Source: an optimization exercise on an open RTL-to-GDS flow (aim: small area, a short achievable clock period and few clock cycles per item). Production flows keep margins and buffers that such runs may drop. RTL that was checked went through simulation tests only; none was proved equivalent to the original. Only the layout flow was run in run 2; the RTL was not checked for function there. Power and IR drop assume default switching activity.

==> flow/design.v, too long to show whole: its modules and the start of the top module <==
// module tdc_le_conv: 1338 lines
// module tdc_ks_add: 40 lines
module tdc_le_conv (
  input  wire        clk,
  input  wire        rst,           
  input  wire        cmd_valid,
  output wire        cmd_ready,
  input  wire [1:0]  cmd_op,        
  input  wire        cmd_interp,    
  input  wire [11:0] cmd_a,         
  input  wire [12:0] cmd_b,         
  output reg         res_valid,
  output reg         res_pair,      
  output reg         res_ok,        
  output reg         res_void,      
  output reg         res_interp,
  output reg  [11:0] res_coarse,
  output reg  [8:0]  res_fine,
  output reg  [1:0]  res_frame      
);
  // ...
==> flow/flow/run.sh <==
#!/bin/bash
# The standard layout (the standard.sh: standard synthesis, floorplan,
# placement, CTS, routing, finish) with one change: repair_timing is asked
# for a setup margin of SETUP_MARGIN ns at the design's clock period, so it
# works on every path longer than the period less that margin. The clock,
# the constraints and every other setting stay the standard ones.
set -euo pipefail
SETUP_MARGIN=${SETUP_MARGIN:-8}
bash standard.sh SETUP_SLACK_MARGIN=$SETUP_MARGIN finish > run_make.log 2>&1
==> flow/standard.sh <==
#!/bin/bash
# synth_recipe.tcl (not shown) runs the flow's synth.tcl, then flattens the netlist and writes it again
# the make line also repeats each setting of config.mk as NAME=value (left out here)
make -C /OpenROAD-flow-scripts/flow DESIGN_CONFIG=/design/flow/config.mk WORK_HOME=/design/flow/orfs CLKGATE_MAP_FILE= SYNTH_SCRIPT=/design/flow/synth_recipe.tcl "${@:-finish}"
==> flow/config.mk <==
export PLATFORM = sky130hd
export DESIGN_NAME = tdc_le_conv
export DESIGN_NICKNAME = tdc_le_conv
export VERILOG_FILES = /design/flow/design.v
export SDC_FILE = /design/flow/constraint.sdc
export NUM_CORES = 4
export LEC_CHECK = 0
export CAP_MARGIN = 20
export CORE_MARGIN = 2
export CORE_UTILIZATION = 40
export SLEW_MARGIN = 20
==> flow/constraint.sdc <==
create_clock -name core_clock -period 12.0 [get_ports {clk}]
set_input_delay 2.4000 -clock core_clock [delete_from_list [all_inputs] [get_ports {clk}]]
set_output_delay 2.4000 -clock core_clock [all_outputs]
set_load 0.01 [all_outputs]
==> results by group, run 1 <==
Setup path
  • Worst R2R Setup Slack: 8170 ps
  • Setup Crit Path Kind: reg -> out
  • Setup crit end kind: output port
  • Crit start category: register
  • Cell count along the critical path: 1
  • Largest delay contributor family on the critical path: flip-flops
  • Req. time, crit path: 9600 ps
  • Start of the worst register-to-register path: p1_b[2]$_DFF_P_

Final layout
  • Largest registers: ring0: 832 flops, ring1: 832 flops, p3_sa: 34 flops
  • Most frequent cells in the layout: 2014 x dfxtp_1, 382 x a22oi_1, 355 x nand2_1
  • Number of non-clock inverters in the layout: ~210
  • Area Overhead vs Synth: 14.2%
  • Layout cells sized above 1: 0.0875

STA
  • Hold Slack: approximately 240 ps
  • Relative slew slack: 0.190
  • Fin crit period: 3880 ps
  • Setup_tns: 0 ps
  • Setup ws final: a little over 8000 ps
  • RSZ-0062 raised after global routing: false

Synthesis
  • Synth Area in Compound Gates: 0.175
  • Post-synthesis cell area: 72600 µm²
  • Async set-reset flop share out of synthesis: 0

Route
  • Via density: slightly below 6
  • Wire length per cell: roughly 27 µm
  • # DRC: 0
  • Highest Signal Layer: met5

Placement
  • Post-Place Cells: around 8.4k
  • GPL Wtd Cong: ~0.94
  • Pre-CTS setup slack: roughly 7700 ps

Status
  • Run status: complete, no violations

Die
  • Starting Density: 0.402
  • Well tap count: roughly 2.4k

GRT
  • Met2 Use GR: 0.390
  • Global-route wire length before repair: around 340000 µm
  • M1 GR Usage: 0.328

Power
  • Switching pwr: between 6000 and 7000 µW

CTS
  • Clock tree sinks: 2178
  • Root buffer cell: clkbuf_16
  • Resized cells post-CTS: 31
  • Clk slew on worst S/H paths: approximately 60 ps

Min path
  • Worst hold path class: reg -> reg
Testbench counts, summed over its fixed seeds: cycles 12,372, items 12,062.
==> run 2: changes to the inputs <==
--- a/flow/design.v
+++ b/flow/design.v
@@ -50,17 +50,18 @@
   reg  [12:0] p1_b;                 
   wire [12:0] pd0  = {1'b0, f_b[11:0]} - {1'b0, f_a};             
   wire        acc0 = !pd0[12] && (pd0[11:0] >= 12'd768) && (pd0[11:0] <= 12'd1280);
   reg         fwd;                  
   wire [11:0] c1_0 = fwd ? p1_a : f_i ? st_c1[23:12] : st_c1[11:0];
   wire [12:0] m0   = {1'b0, c1_0} - {1'b0, f_b[11:0]};            
   wire [12:0] m1   = p1_b;
   wire [13:0] sc1  = {2'b00, p1_a} - 14'd7;                        
-  wire [10:0] rom_d = p1_b[10:0];
+  reg  [10:0] p1_d;
+  wire [10:0] rom_d = p1_d;
   wire [14:0] rom_q;
   wire rom_n0, rom_n1, rom_n2, rom_n3, rom_n4, rom_n5, rom_n6, rom_n7, rom_n8, rom_n9, rom_n10, rom_n11, rom_n12, rom_n13, rom_n14, rom_n15, rom_n16, rom_n17, rom_n18, rom_n19, rom_n20, rom_n21, rom_n22, rom_n23, rom_n24, rom_n25, rom_n26, rom_n27, rom_n28, rom_n29, rom_n30, rom_n31, rom_n32, rom_n33, rom_n34, rom_n35, rom_n36, rom_n37, rom_n38, rom_n39, rom_n40, rom_n41, rom_n42, rom_n43, rom_n44, rom_n45, rom_n46, rom_n47, rom_n48, rom_n49, rom_n50, rom_n51, rom_n52, rom_n53, rom_n54, rom_n55, rom_n56, rom_n57, rom_n58, rom_n59, rom_n60, rom_n61, rom_n62, rom_n63, rom_n64, rom_n65, rom_n66, rom_n67, rom_n68, rom_n69, rom_n70, rom_n71, rom_n72, rom_n73, rom_n74, rom_n75, rom_n76, rom_n77, rom_n78, rom_n79, rom_n80, rom_n81, rom_n82, rom_n83, rom_n84, rom_n85, rom_n86, rom_n87, rom_n88, rom_n89, rom_n90, rom_n91, rom_n92, rom_n93, rom_n94, rom_n95, rom_n96, rom_n97, rom_n98, rom_n99, rom_n100, rom_n101, rom_n102, rom_n103, rom_n104, rom_n105, rom_n106, rom_n107, rom_n108, rom_n109, rom_n110, rom_n111, rom_n112, rom_n113, rom_n114, rom_n115, rom_n116, rom_n117, rom_n118, rom_n119, rom_n120, rom_n121, rom_n122, rom_n123, rom_n124, rom_n125, rom_n126, rom_n127, rom_n128, rom_n129, rom_n130, rom_n131, rom_n132, rom_n133, rom_n134, rom_n135, rom_n136, rom_n137, rom_n138, rom_n139, rom_n140, rom_n141, rom_n142, rom_n143, rom_n144, rom_n145, rom_n146, rom_n147, rom_n148, rom_n149, rom_n150, rom_n151, rom_n152, rom_n153, rom_n154, rom_n155, rom_n156, rom_n157, rom_n158, rom_n159, rom_n160, rom_n161, rom_n162, rom_n163, rom_n164, rom_n165, rom_n166, rom_n167, rom_n168, rom_n169, rom_n170, rom_n171, rom_n172, rom_n173, rom_n174, rom_n175, rom_n176, rom_n177, rom_n178, rom_n179, rom_n180, rom_n181, rom_n182, rom_n183, rom_n184, rom_n185, rom_n186, rom_n187, rom_n188, rom_n189, rom_n190, rom_n191, rom_n192, rom_n193, rom_n194, rom_n195, rom_n196, rom_n197, rom_n198, rom_n199, rom_n200, rom_n201, rom_n202, rom_n203, rom_n204, rom_n205, rom_n206, rom_n207, rom_n208, rom_n209, rom_n210, rom_n211, rom_n212, rom_n213, rom_n214, rom_n215, rom_n216, rom_n217, rom_n218, rom_n219, rom_n220, rom_n221, rom_n222, rom_n223, rom_n224, rom_n225, rom_n226, rom_n227, rom_n228, rom_n229, rom_n230, rom_n231, rom_n232, rom_n233, rom_n234, rom_n235, rom_n236, rom_n237, rom_n238, rom_n239, rom_n240, rom_n241, rom_n242, rom_n243, rom_n244, rom_n245, rom_n246, rom_n247, rom_n248, rom_n249, rom_n250, rom_n251, rom_n252, rom_n253, rom_n254, rom_n255, rom_n256, rom_n257, rom_n258, rom_n259, rom_n260, rom_n261, rom_n262, rom_n263, rom_n264, rom_n265, rom_n266, rom_n267, rom_n268, rom_n269, rom_n270, rom_n271, rom_n272, rom_n273, rom_n274, rom_n275, rom_n276, rom_n277, rom_n278, rom_n279, rom_n280, rom_n281, rom_n282, rom_n283, rom_n284, rom_n285, rom_n286, rom_n287, rom_n288, rom_n289, rom_n290, rom_n291, rom_n292, rom_n293, rom_n294, rom_n295, rom_n296, rom_n297, rom_n298, rom_n299, rom_n300, rom_n301, rom_n302, rom_n303, rom_n304, rom_n305, rom_n306, rom_n307, rom_n308, rom_n309, rom_n310, rom_n311, rom_n312, rom_n313, rom_n314, rom_n315, rom_n316, rom_n317, rom_n318, rom_n319, rom_n320, rom_n321, rom_n322, rom_n323, rom_n324, rom_n325, rom_n326, rom_n327, rom_n328, rom_n329, rom_n330, rom_n331, rom_n332, rom_n333, rom_n334, rom_n335, rom_n336, rom_n337, rom_n338, rom_n339, rom_n340, rom_n341, rom_n342, rom_n343, rom_n344, rom_n345, rom_n346, rom_n347, rom_n348, rom_n349, rom_n350, rom_n351, rom_n352, rom_n353, rom_n354, rom_n355, rom_n356, rom_n357, rom_n358, rom_n359, rom_n360, rom_n361, rom_n362, rom_n363, rom_n364, rom_n365, rom_n366, rom_n367, rom_n368, rom_n369, rom_n370, rom_n371, rom_n372, rom_n373, rom_n374, rom_n375, rom_n376, rom_n377, rom_n378, rom_n379, rom_n380, rom_n381, rom_n382, rom_n383, rom_n384, rom_n385, rom_n386, rom_n387, rom_n388, rom_n389, rom_n390, rom_n391, rom_n392, rom_n393, rom_n394, rom_n395, rom_n396, rom_n397, rom_n398, rom_n399, rom_n400, rom_n401, rom_n402, rom_n403, rom_n404, rom_n405, rom_n406, rom_n407, rom_n408, rom_n409, rom_n410, rom_n411, rom_n412, rom_n413, rom_n414, rom_n415, rom_n416, rom_n417, rom_n418, rom_n419, rom_n420, rom_n421, rom_n422, rom_n423, rom_n424, rom_n425, rom_n426, rom_n427, rom_n428, rom_n429, rom_n430, rom_n431, rom_n432, rom_n433, rom_n434, rom_n435, rom_n436, rom_n437, rom_n438, rom_n439, rom_n440, rom_n441, rom_n442, rom_n443, rom_n444, rom_n445, rom_n446, rom_n447, rom_n448, rom_n449, rom_n450, rom_n451, rom_n452, rom_n453, rom_n454, rom_n455, rom_n456, rom_n457, rom_n458, rom_n459, rom_n460, rom_n461, rom_n462, rom_n463, rom_n464, rom_n465, rom_n466, rom_n467, rom_n468, rom_n469, rom_n470, rom_n471, rom_n472, rom_n473, rom_n474, rom_n475, rom_n476, rom_n477, rom_n478, rom_n479, rom_n480, rom_n481, rom_n482, rom_n483, rom_n484, rom_n485, rom_n486, rom_n487, rom_n488, rom_n489, rom_n490, rom_n491, rom_n492, rom_n493, rom_n494, rom_n495, rom_n496, rom_n497, rom_n498, rom_n499, rom_n500, rom_n501, rom_n502, rom_n503, rom_n504, rom_n505, rom_n506, rom_n507, rom_n508, rom_n509, rom_n510, rom_n511, rom_n512, rom_n513, rom_n514, rom_n515, rom_n516, rom_n517, rom_n518, rom_n519, rom_n520, rom_n521, rom_n522, rom_n523, rom_n524, rom_n525, rom_n526, rom_n527, rom_n528, rom_n529, rom_n530, rom_n531, rom_n532, rom_n533, rom_n534, rom_n535, rom_n536, rom_n537, rom_n538, rom_n539, rom_n540, rom_n541, rom_n542, rom_n543, rom_n544, rom_n545, rom_n546, rom_n547, rom_n548, rom_n549, rom_n550, rom_n551, rom_n552, rom_n553, rom_n554, rom_n555, rom_n556, rom_n557, rom_n558, rom_n559, rom_n560, rom_n561, rom_n562, rom_n563, rom_n564, rom_n565, rom_n566, rom_n567, rom_n568, rom_n569, rom_n570, rom_n571, rom_n572, rom_n573, rom_n574, rom_n575, rom_n576, rom_n577, rom_n578, rom_n579, rom_n580, rom_n581, rom_n582, rom_n583, rom_n584, rom_n585, rom_n586, rom_n587, rom_n588, rom_n589, rom_n590, rom_n591, rom_n592, rom_n593, rom_n594, rom_n595, rom_n596, rom_n597, rom_n598, rom_n599, rom_n600, rom_n601, rom_n602, rom_n603, rom_n604, rom_n605, rom_n606, rom_n607, rom_n608, rom_n609, rom_n610, rom_n611, rom_n612, rom_n613, rom_n614, rom_n615, rom_n616, rom_n617, rom_n618, rom_n619, rom_n620, rom_n621, rom_n622, rom_n623, rom_n624, rom_n625, rom_n626, rom_n627, rom_n628, rom_n629, rom_n630, rom_n631, rom_n632, rom_n633, rom_n634, rom_n635, rom_n636, rom_n637, rom_n638, rom_n639, rom_n640, rom_n641, rom_n642, rom_n643, rom_n644, rom_n645, rom_n646, rom_n647, rom_n648, rom_n649, rom_n650, rom_n651, rom_n652, rom_n653, rom_n654, rom_n655, rom_n656, rom_n657, rom_n658, rom_n659, rom_n660, rom_n661, rom_n662, rom_n663, rom_n664, rom_n665, rom_n666, rom_n667, rom_n668, rom_n669, rom_n670, rom_n671, rom_n672, rom_n673, rom_n674, rom_n675, rom_n676, rom_n677, rom_n678, rom_n679, rom_n680, rom_n681, rom_n682, rom_n683, rom_n684, rom_n685, rom_n686, rom_n687, rom_n688, rom_n689, rom_n690, rom_n691, rom_n692, rom_n693, rom_n694, rom_n695, rom_n696, rom_n697, rom_n698, rom_n699, rom_n700, rom_n701, rom_n702, rom_n703, rom_n704, rom_n705, rom_n706, rom_n707, rom_n708, rom_n709, rom_n710, rom_n711, rom_n712, rom_n713, rom_n714, rom_n715, rom_n716, rom_n717, rom_n718, rom_n719, rom_n720, rom_n721, rom_n722, rom_n723, rom_n724, rom_n725, rom_n726, rom_n727, rom_n728, rom_n729, rom_n730, rom_n731, rom_n732, rom_n733, rom_n734, rom_n735, rom_n736, rom_n737, rom_n738, rom_n739, rom_n740, rom_n741, rom_n742, rom_n743, rom_n744, rom_n745, rom_n746, rom_n747, rom_n748, rom_n749, rom_n750, rom_n751, rom_n752, rom_n753, rom_n754, rom_n755, rom_n756, rom_n757, rom_n758, rom_n759, rom_n760, rom_n761, rom_n762, rom_n763, rom_n764, rom_n765, rom_n766, rom_n767, rom_n768, rom_n769, rom_n770, rom_n771, rom_n772, rom_n773, rom_n774, rom_n775, rom_n776, rom_n777, rom_n778, rom_n779, rom_n780, rom_n781, rom_n782, rom_n783, rom_n784, rom_n785, rom_n786, rom_n787, rom_n788, rom_n789, rom_n790, rom_n791, rom_n792, rom_n793, rom_n794, rom_n795, rom_n796, rom_n797, rom_n798, rom_n799, rom_n800, rom_n801, rom_n802, rom_n803, rom_n804, rom_n805, rom_n806, rom_n807, rom_n808, rom_n809, rom_n810, rom_n811, rom_n812, rom_n813, rom_n814, rom_n815, rom_n816, rom_n817, rom_n818, rom_n819, rom_n820, rom_n821, rom_n822, rom_n823, rom_n824, rom_n825, rom_n826, rom_n827, rom_n828, rom_n829, rom_n830, rom_n831, rom_n832, rom_n833, rom_n834, rom_n835, rom_n836, rom_n837, rom_n838, rom_n839, rom_n840, rom_n841, rom_n842, rom_n843, rom_n844, rom_n845, rom_n846, rom_n847, rom_n848, rom_n849, rom_n850, rom_n851, rom_n852, rom_n853, rom_n854, rom_n855, rom_n856, rom_n857, rom_n858, rom_n859, rom_n860, rom_n861, rom_n862, rom_n863, rom_n864, rom_n865, rom_n866, rom_n867, rom_n868, rom_n869, rom_n870, rom_n871, rom_n872, rom_n873, rom_n874, rom_n875, rom_n876, rom_n877, rom_n878, rom_n879, rom_n880, rom_n881, rom_n882, rom_n883, rom_n884, rom_n885, rom_n886, rom_n887, rom_n888, rom_n889, rom_n890, rom_n891, rom_n892, rom_n893, rom_n894, rom_n895, rom_n896, rom_n897, rom_n898, rom_n899, rom_n900, rom_n901, rom_n902, rom_n903, rom_n904, rom_n905, rom_n906, rom_n907, rom_n908, rom_n909, rom_n910, rom_n911, rom_n912, rom_n913, rom_n914, rom_n915, rom_n916, rom_n917, rom_n918, rom_n919, rom_n920, rom_n921, rom_n922, rom_n923, rom_n924, rom_n925, rom_n926, rom_n927, rom_n928, rom_n929, rom_n930, rom_n931, rom_n932, rom_n933, rom_n934, rom_n935, rom_n936, rom_n937, rom_n938, rom_n939, rom_n940, rom_n941, rom_n942, rom_n943, rom_n944, rom_n945, rom_n946, rom_n947, rom_n948, rom_n949, rom_n950, rom_n951, rom_n952, rom_n953, rom_n954, rom_n955, rom_n956, rom_n957, rom_n958, rom_n959, rom_n960, rom_n961, rom_n962, rom_n963, rom_n964, rom_n965, rom_n966, rom_n967, rom_n968, rom_n969, rom_n970, rom_n971, rom_n972, rom_n973, rom_n974, rom_n975, rom_n976, rom_n977, rom_n978, rom_n979, rom_n980, rom_n981, rom_n982, rom_n983, rom_n984, rom_n985, rom_n986, rom_n987, rom_n988, rom_n989, rom_n990, rom_n991, rom_n992, rom_n993, rom_n994, rom_n995, rom_n996, rom_n997, rom_n998, rom_n999, rom_n1000, rom_n1001, rom_n1002, rom_n1003, rom_n1004, rom_n1005, rom_n1006, rom_n1007, rom_n1008, rom_n1009, rom_n1010, rom_n1011, rom_n1012, rom_n1013, rom_n1014, rom_n1015;
   assign rom_n990 = ~rom_d[2];
   assign rom_n989 = ~rom_d[4];
   assign rom_n988 = ~rom_d[3];
   assign rom_n987 = ~rom_d[0];
   assign rom_n986 = ~(rom_d[1] & rom_d[0]);
   assign rom_n985 = ~(rom_d[2] & rom_d[3]);
@@ -1245,16 +1246,17 @@
     if (f_load) begin
       f_op <= cmd_op;
       f_i  <= cmd_interp;
       f_a  <= cmd_a;
       f_b  <= cmd_b;
     end
     p1_i <= f_i;  p1_a <= f_a;
     p1_b <= f_pair ? pd0 : f_hit ? m0 : f_b;
+    p1_d <= pd0[10:0];
     if (p1_ok) begin
       if (p1_i) begin
         st_c1[23:12]  <= p1_a;
         st_q[17:9]    <= q1;
         st_h[21:11]   <= h1;
         st_rcp[29:15] <= rom_q;
       end else begin
         st_c1[11:0]   <= p1_a;
==> flow/flow/run.sh (replaced) <==
#!/bin/bash
set -euo pipefail
SETUP_MARGIN=${SETUP_MARGIN:-8.4}
bash standard.sh SETUP_SLACK_MARGIN=$SETUP_MARGIN \
  "BUFFER_PORTS_ARGS=-buffer_cell sky130_fd_sc_hd__buf_2" finish > run_make.log 2>&1
==> results by group, run 2 <==
Status
  • Run status: complete, no violations

Synthesis
  • Post-synthesis cell area: 72800 µm² (+0.35%)
  • Post-Syn Nets: ~6.6k
  • Count leader, synth: dfxtp_1
  • Leading area contributor after synthesis: dfxtp_1
  • Post-synth top area share: 0.568
  • Ys Warns: 11
  • Post-synth EDFFs: between 100 and 150
  • Yosys reg bits: 2188
  • Avg Cell Area, Syn: 11.7 µm²
  • Synth area leaders: dfxtp_1 57%, edfxtp_1 5.0%, a221oi_1 4.0%
  • Post-synthesis sequential area ratio: 0.618
  • Async set-reset flop share out of synthesis: 0 (unchanged)
  • Synth Instances: around 6.2k
  • Post-synth cell types: 86
  • Main flop type after synthesis: dfxtp_1
  • Top cells by count, synth: 2066 x dfxtp_1, 330 x a221oi_1, 330 x nand2_1, 326 x clkbuf_1, 321 x a22o_1

Final layout
  • Area Overhead vs Synth: 14.2% (about the same)
  • Most common cell after layout, fill and taps aside: dfxtp_1
  • Final net count: 6490
  • Most frequent cells in the layout: 1994 x dfxtp_1, 330 x a221oi_1, 328 x nand2_1
  • Layout cells sized above 1: 0.107 (+0.0197)
  • Largest registers: ring0: 832 flops, ring1: 832 flops, p3_sa: 34 flops
  • Non-Filler Instances: roughly 8.7k
  • Fill cells: between 15k and 20k

Placement
  • I/O Buffers: 59
  • Post-Place Cells: 8327 (-0.49%)
  • GPL Wtd Cong: 0.944 (about the same)
  • DP HPWL: ~140000 µm
  • Pre-CTS setup slack: 7740 ps (+37.5 ps)

CTS
  • H-tree depth: 4
  • Clock buffer depth: 3
  • CTS buffer count: around 210
  • Clock tree sinks: 2188 (+0.46%)
  • Clk Latency, worst-skew pair: 870 ps
  • TritonCTS clock tree: built
  • Clk slew on worst S/H paths: 70 ps (about the same)
  • Root buffer cell: clkbuf_16
  • # hold bufs at CTS: 0

GRT
  • Initial antenna violation count: 4
  • Largest net degree at the start of global routing: 70
  • GR Overflow Total: 0
  • Vias in the first global route: approximately 50k
  • Global-route wire length before repair: 340000 µm (-0.71%)
  • GRT Util Overall: 0.245

Min path
  • Worst hold path class: reg -> reg

Die
  • Row count: 156
  • I/O Pins: 60
  • Die H: 431 µm
  • Starting Density: 0.403 (+0.000985)
  • Die Wd: ~430 µm
  • Core area: 181000 µm²
  • Die Area: 186000 µm²

Setup path
  • Start of the worst register-to-register path: p1_d[3]$_DFF_P_
  • Cell count along the critical path: 1 (unchanged)
  • Largest delay contributor family on the critical path: flip-flops
  • CP Launch Point: res_void$_DFF_P_
  • Critical Path Sink: res_void
  • Slowest stage delay, CP: roughly 390 ps
  • Max FO, Critical Path: 1
  • RR Endpoint: st_rcp[5]$_DFFE_PP_
  • Reg2Reg Depth: 9
  • CP bufs+invs: 1
  • Setup Crit Path Kind: reg -> out
  • Crit path max-delay cell type: dfxtp_4
  • Worst R2R Setup Slack: 8460 ps (+290 ps)
  • Critical path, cell by cell: buf_6
  • CP Data Arrival Time: 1350 ps
  • Crit start category: register
  • Setup crit end kind: output port
  • Req. time, crit path: 9600 ps (about the same)

STA
  • Relative slew slack: 0.203 (+0.0136)
  • Hold Slack: 312 ps (+76.6 ps)
  • Slew @ Worst Pin: ~1200 ps
  • Max Clock Skew: between 50 and 60 ps
  • Max Fclk: between 200 and 300 MHz
  • Setup_tns: 0 ps (unchanged)
  • Slew Viols, Final: 0
  • Final Hold Viols: 0
  • Final Cycle Share: 0.312
  • Setup ws final: 8250 ps (+133 ps)
  • Final setup viols: 0
  • Fin crit period: 3750 ps (-133 ps)
  • RSZ-0062 raised after global routing: true

Route
  • Routed WL: 234000 µm
  • Wire length per cell: 26.8 µm (-0.67%)
  • Routed Antenna Nets: 0
  • Routed vias: 51.2k
  • Starting DRT DRC Count: 5798
  • Via density: 5.86 (-0.13%)
  • DRT Pass-1 Iters: 6
  • # DRC: 0 (unchanged)

Power
  • Pwr Density: 260 nW/µm²
  • Leakage power: 0.0324 µW
  • Peak VDD IR: between 0.0002 and 0.00025 V

Flow run
  • Max-cap violation count: 0
[run 2: power by group]
group	internal, µW	switching (µW)	total (µW)	leakage (µW)
combinational	1950	3310	5260	0.0106
clock	4110	2960	7070	0.00373
sequential	8250	1020	9260	0.0180
[run 2: cell families (layout without fill, tap and decap cells)]
kind of cell / Yosys count / count (layout) / synth area share
compound gates: 1710 / 1710 / 0.172
other cells: 0 / 1 / 0
flops: 2188 / 2188 / 0.618
buf+inv: 637 / 748 / 0.0333
xor+xnor: 227 / 227 / 0.0273
mux: 138 / 138 / 0.0211
simple gates: 1067 / 1067 / 0.0691
fa+ha+maj: 282 / 282 / 0.0594
[run 2: layout make-up]
class | instances | area (µm²) | share of cell area
inverter | 215 | 817 | 0.00982
tap | 2370 | 2970 | 0.0357
sequential | 2188 | 45200 | 0.544
multi-input combinational | 3424 | 25500 | 0.306
clock inverter | 114 | 1650 | 0.0199
clock buffer | 280 | 5970 | 0.0718
timing repair buffer | 139 | 1060 | 0.0128
antenna | 1 | 2.50 | 0.0000301
[run 2: worst min path at each step]
stage	start	to	slack, ps	cells after the start
after floorplan	p2_i$_DFF_P_	p3_i$_DFF_P_	310	0
after global placement	p3_e[10]$_DFF_P_	p4_e[10]$_DFF_P_	310	0
after detailed placement	p5_frame[0]$_SDFF_PP1_	p6_frame[0]$_DFF_P_	310	0
after CTS	ring0[258]$_DFF_P_	ring0[245]$_DFF_P_	310	0
after global routing	ring0[258]$_DFF_P_	ring0[245]$_DFF_P_	320	0
final	ring1[36]$_DFF_P_	ring1[23]$_DFF_P_	310	0
[run 2: through the flow]
step                area, µm²   util  power (µW)
global route            83200  0.460       22700
global placement        75200  0.416       14500
floorplan               72800      -       12600
detailed placement      75200  0.416       14500
finish                  83200  0.460       21600
CTS                     82900  0.459       21600
[run 2: what timing repair did]
item                                    4_1_cts  5_1_grt
resized for setup                            39       47
buffers inserted                              0        8
endpoints found under the setup margin       55       59
cloned                                        0        1
[run 2: routing by layer]
layer | part of all wire | GRT usage | vias up
met5 | 0 | 0 | -
met4 | 0.044 | 0.102 | 0
met3 | 0.091 | 0.0504 | 627
met2 | 0.44 | 0.381 | 2726
met1 | 0.42 | 0.332 | 25290
li1 | - | - | 22563

re-timing with driven ports:
How much do the figures lean on ideal ports? The routed layouts below were timed once more, with nothing changed but the port constraints. Step 1 sets driving cells, clkbuf_16 on the clock port and buf_2 on the other inputs (assumed; they add their load-dependent delay and slew). Step 2 moves the port delays by t, midway between the first and last clock arrival at a register: inputs arrive t later, outputs are due t later. That takes back most of the time a late clock gives input paths. Slacks: ideal ports / drivers / drivers and shift; pairs: ideal ports / drivers.
run	t (ns)	setup WS [ns]	clock arrival spread, ns	slew at the worst register clock pin (ns)	pins driven straight from the clock port
run 1	0.907	8.119 / 8.039 / 7.943	0.108 / 0.108	0.07 / 0.07	1
run 2	0.914	8.252 / 8.172 / 8.332	0.082 / 0.082	0.07 / 0.07	1
After both steps setup and hold are still met in every run listed. For run 1, which loses most, drivers alone change the setup slack by -0.080 ns; drivers and shift together by -0.176 ns.
